Source: an optimization exercise on an open RTL-to-GDS flow (aim: small area, a short achievable clock period and few clock cycles per item). Production flows keep margins and buffers that such runs may drop.
Only simulation tests tie the RTL to the original design; equivalence was not proved.

v6:
==> flow/design.v <==
module zdiv (
    input  wire        clk,
    input  wire        rst,
    input  wire        in_valid,
    output wire        in_ready,
    input  wire [47:0] in_num,
    input  wire [47:0] in_den,
    input  wire [7:0]  in_e,
    output reg         out_valid,
    output wire [47:0] out_q,
    output reg         out_wrap,
    output reg         out_inv
);
    localparam S_IDLE = 2'd0;
    localparam S_RUN  = 2'd1;
    localparam S_FIN  = 2'd2;
    reg [1:0]  state;
    reg [48:0] R;
    reg [47:0] D;
    reg [47:0] Q;
    reg [8:0]  C;
    reg        cle0;     
    reg        cone;     
    reg        neg;
    reg        inv;
    reg        first;
    reg        y48;
    reg        ok;
    assign out_q    = Q;
    wire   ld       = (state == S_IDLE) | (state == S_FIN);
    assign in_ready = ld;
    wire dnorm = D[47] ^ D[46];
    wire d_sk8 = (&D[47:39]) | ~(|D[47:39]);
    wire d_sk2 = (&D[47:45]) | ~(|D[47:45]);
    wire r_sk8 = (&R[47:39]) | ~(|R[47:39]);
    wire r_sk2 = (&R[47:45]) | ~(|R[47:45]);
    wire        same = ~(R[48] ^ D[47]);
    wire [47:0] sum;
    padd48 u_add (.a(R[47:0]), .b(D ^ {48{same}}), .cin(same), .s(sum));
    wire zero_fin = first & ((dnorm & cle0) | inv);
    wire r_skip8  = first & ~zero_fin & r_sk8;
    wire r_skip2  = first & ~zero_fin & ~r_sk8 & r_sk2;
    wire digit    = dnorm & ~zero_fin & ~(first & (r_sk8 | r_sk2));
    wire fill     = zero_fin | (digit & first);
    wire [8:0] dinc = dnorm ? 9'd0 : (d_sk8 ? 9'd8 : (d_sk2 ? 9'd2 : 9'd1));
    wire [8:0] rdec = r_skip8 ? 9'd8 : (r_skip2 ? 9'd2 : (digit ? 9'd1 : 9'd0));
    wire [8:0] c_run = C + dinc - rdec;
    wire [8:0] c_ld  = 9'd2 - {in_e[7], in_e};
    wire [8:0] c_nx  = ld ? c_ld : c_run;
    wire        r_zero = ~(|R[48:1]);
    wire        rc     = first ? neg : ((R[48] == D[47]) | (D[47] & r_zero));
    reg  [48:0] qcy;
    reg  [6:0]  qbc;
    integer     qi, qj;
    always @(*) begin
        qbc[0] = 1'b1;
        for (qj = 0; qj < 6; qj = qj + 1)
            qbc[qj + 1] = qbc[qj] & (&Q[qj * 8 +: 8]);
        for (qj = 0; qj < 6; qj = qj + 1) begin
            qcy[qj * 8] = qbc[qj];
            for (qi = 1; qi < 8; qi = qi + 1)
                qcy[qj * 8 + qi] = qcy[qj * 8 + qi - 1] & Q[qj * 8 + qi - 1];
        end
        qcy[48] = qbc[6];
    end
    wire [48:0] qinc   = rc ? {qcy[48], Q ^ qcy[47:0]} : {1'b0, Q};
    wire den_zero = ~(|in_den);
    always @(posedge clk) begin
        if (rst) begin
            state     <= S_IDLE;
            out_valid <= 1'b0;
        end else begin
            out_valid <= (state == S_FIN);
            if (ld)
                state <= in_valid ? S_RUN : S_IDLE;
            else if (state == S_RUN && (zero_fin | (digit & cone)))
                state <= S_FIN;
        end
    end
    always @(posedge clk) begin
        if (state == S_FIN) begin
            Q        <= qinc[47:0];
            out_wrap <= ~ok | (y48 ^ qinc[48] ^ qinc[47]);
            out_inv  <= inv;
        end
        if (ld | (state == S_RUN)) begin
            C    <= c_nx;
            cle0 <= c_nx[8] | (c_nx == 9'd0);
            cone <= (c_nx == 9'd1);
        end
        if (ld) begin
            R     <= {in_num[47], in_num};
            D     <= in_den;
            neg   <= (in_num[47] ^ in_den[47]) & ~den_zero;
            inv   <= den_zero;
            first <= 1'b1;
        end else if (state == S_RUN) begin
            if (~dnorm)
                D <= d_sk8 ? {D[39:0], 8'd0} : (d_sk2 ? {D[45:0], 2'd0} : {D[46:0], 1'b0});
            if (r_skip8)
                R <= {R[40:0], 8'd0};
            else if (r_skip2)
                R <= {R[46:0], 2'd0};
            else if (digit)
                R <= {sum, 1'b0};
            if (digit)
                first <= 1'b0;
            if (fill) begin
                Q   <= {48{neg}};
                y48 <= neg;
                ok  <= 1'b1;
            end else if (digit) begin
                Q   <= {Q[46:0], same};
                y48 <= Q[47];
                ok  <= ok & (y48 == Q[47]);
            end
        end
    end
endmodule
module padd48 (
    input  wire [47:0] a,
    input  wire [47:0] b,
    input  wire        cin,
    output wire [47:0] s
);
    reg [47:0] g, p;
    reg [47:0] gn, pn;
    integer i, k;
    always @(*) begin
        p = a ^ b;
        g = a & b;
        g[0] = g[0] | (p[0] & cin);
        for (k = 1; k < 48; k = k * 2) begin
            gn = g; pn = p;
            for (i = 0; i < 48; i = i + 1)
                if (i & k) begin
                    gn[i] = g[i] | (p[i] & g[(i & ~(k - 1)) - 1]);
                    pn[i] = p[i] & p[(i & ~(k - 1)) - 1];
                end
            g = gn; p = pn;
        end
    end
    wire [47:0] pp = a ^ b;
    assign s = pp ^ {g[46:0], cin};
endmodule
export LEC_CHECK = 0
export ABC_AREA = 1
export CAP_MARGIN = 20
export CORE_MARGIN = 2
export CORE_UTILIZATION = 55
export PLACE_DENSITY = 0.7
export SETUP_SLACK_MARGIN = 5
export SLEW_MARGIN = 20
create_clock -name core_clock -period 10.0 [get_ports {clk}]
standard.sh (not shown) runs the stock make flow with config.mk's settings and CLKGATE_MAP_FILE= SYNTH_SCRIPT=/design/flow/synth_recipe.tcl, a recipe that flattens the netlist after the stock synthesis.
==> flow/flow/run.sh <==
#!/bin/bash
# Standard ORFS layout (the standard.sh, standard synthesis unchanged),
# with two changes to how the layout is made:
#  - repair_timing aims for a setup slack margin of 6.5 ns (timing is still
#    constrained and signed off at the design's 10 ns clock);
#  - port buffers use sky130_fd_sc_hd__buf_1 instead of the default choice.
# Each tool's full output stays in orfs/logs; the make output goes to
# standard.log.
set -o pipefail
bash standard.sh \
  "SETUP_SLACK_MARGIN=6.5" \
  "BUFFER_PORTS_ARGS=-buffer_cell sky130_fd_sc_hd__buf_1" \
  finish > standard.log 2>&1
Testbench counts of v6, summed over its fixed seeds: cycles 99,441, items 3,200.
For v7, these inputs were changed with respect to v6:
diff --git a/flow/design.v b/flow/design.v
--- a/flow/design.v
+++ b/flow/design.v
@@ -48,5 +48,5 @@
     wire [8:0] c_ld  = 9'd2 - {in_e[7], in_e};
     wire [8:0] c_nx  = ld ? c_ld : c_run;
-    wire        r_zero = ~(|R[48:1]);
+    wire        r_zero = ~(|R);
     wire        rc     = first ? neg : ((R[48] == D[47]) | (D[47] & r_zero));
     reg  [48:0] qcy;
==> comparison <==
Going from v6 to v7, clock skew after layout saw a decrease, die area saw little to no change.
Looking at post-route worst setup slack across both flows, v7 is the weaker of the two, with v6 ahead.
v6 -> v7: sequential share of layout area flat
Relative to v6, the routed length on met3 of v7 is lower by 4.5%.
Against v6 as the reference, v7 delivers a higher clock period minus final worst setup slack.
Looking at v7 and v6, the arithmetic-cell share of the synthesized area counting full adders, half adders and majority gates is a wash.
Diff v6 -> v7: headroom to the max-slew limit now sits lower, post-detailed-routing wire length dropped 0.88%.
Testbench counts of v7, summed over its fixed seeds: cycles 99,441, items 3,200.

port drivers added, routing unchanged:
How much do the figures lean on ideal ports? The routed layouts below were timed once more, with nothing changed but the port constraints.
Step 1 assumes that a clkbuf_16 drives the clock port and a buf_2 every other input.
Step 2, shift: input delay + t, output delay - t, t = (earliest + latest rising clock arrival at the registers) / 2. This alone moves slack from input paths to output paths.
Slacks: ideal ports / drivers / drivers and shift; pairs: ideal ports / drivers.
run | shift t [ns] | setup WS [ns] | latest minus earliest clock arrival (ns) | worst register clock-pin slew, ns | worst data-port slew with drivers (ns)
v6 | 0.486 | 6.523 / 6.523 / 6.379 | 0.022 / 0.022 | 0.09 / 0.09 | 0.08
v7 | 0.489 | 6.434 / 6.434 / 6.286 | 0.014 / 0.014 | 0.08 / 0.08 | 0.06
After both steps setup and hold are still met in every run listed. The setup slack of v7, which loses most, moves by 0.000 ns with the drivers and by -0.148 ns with both steps.
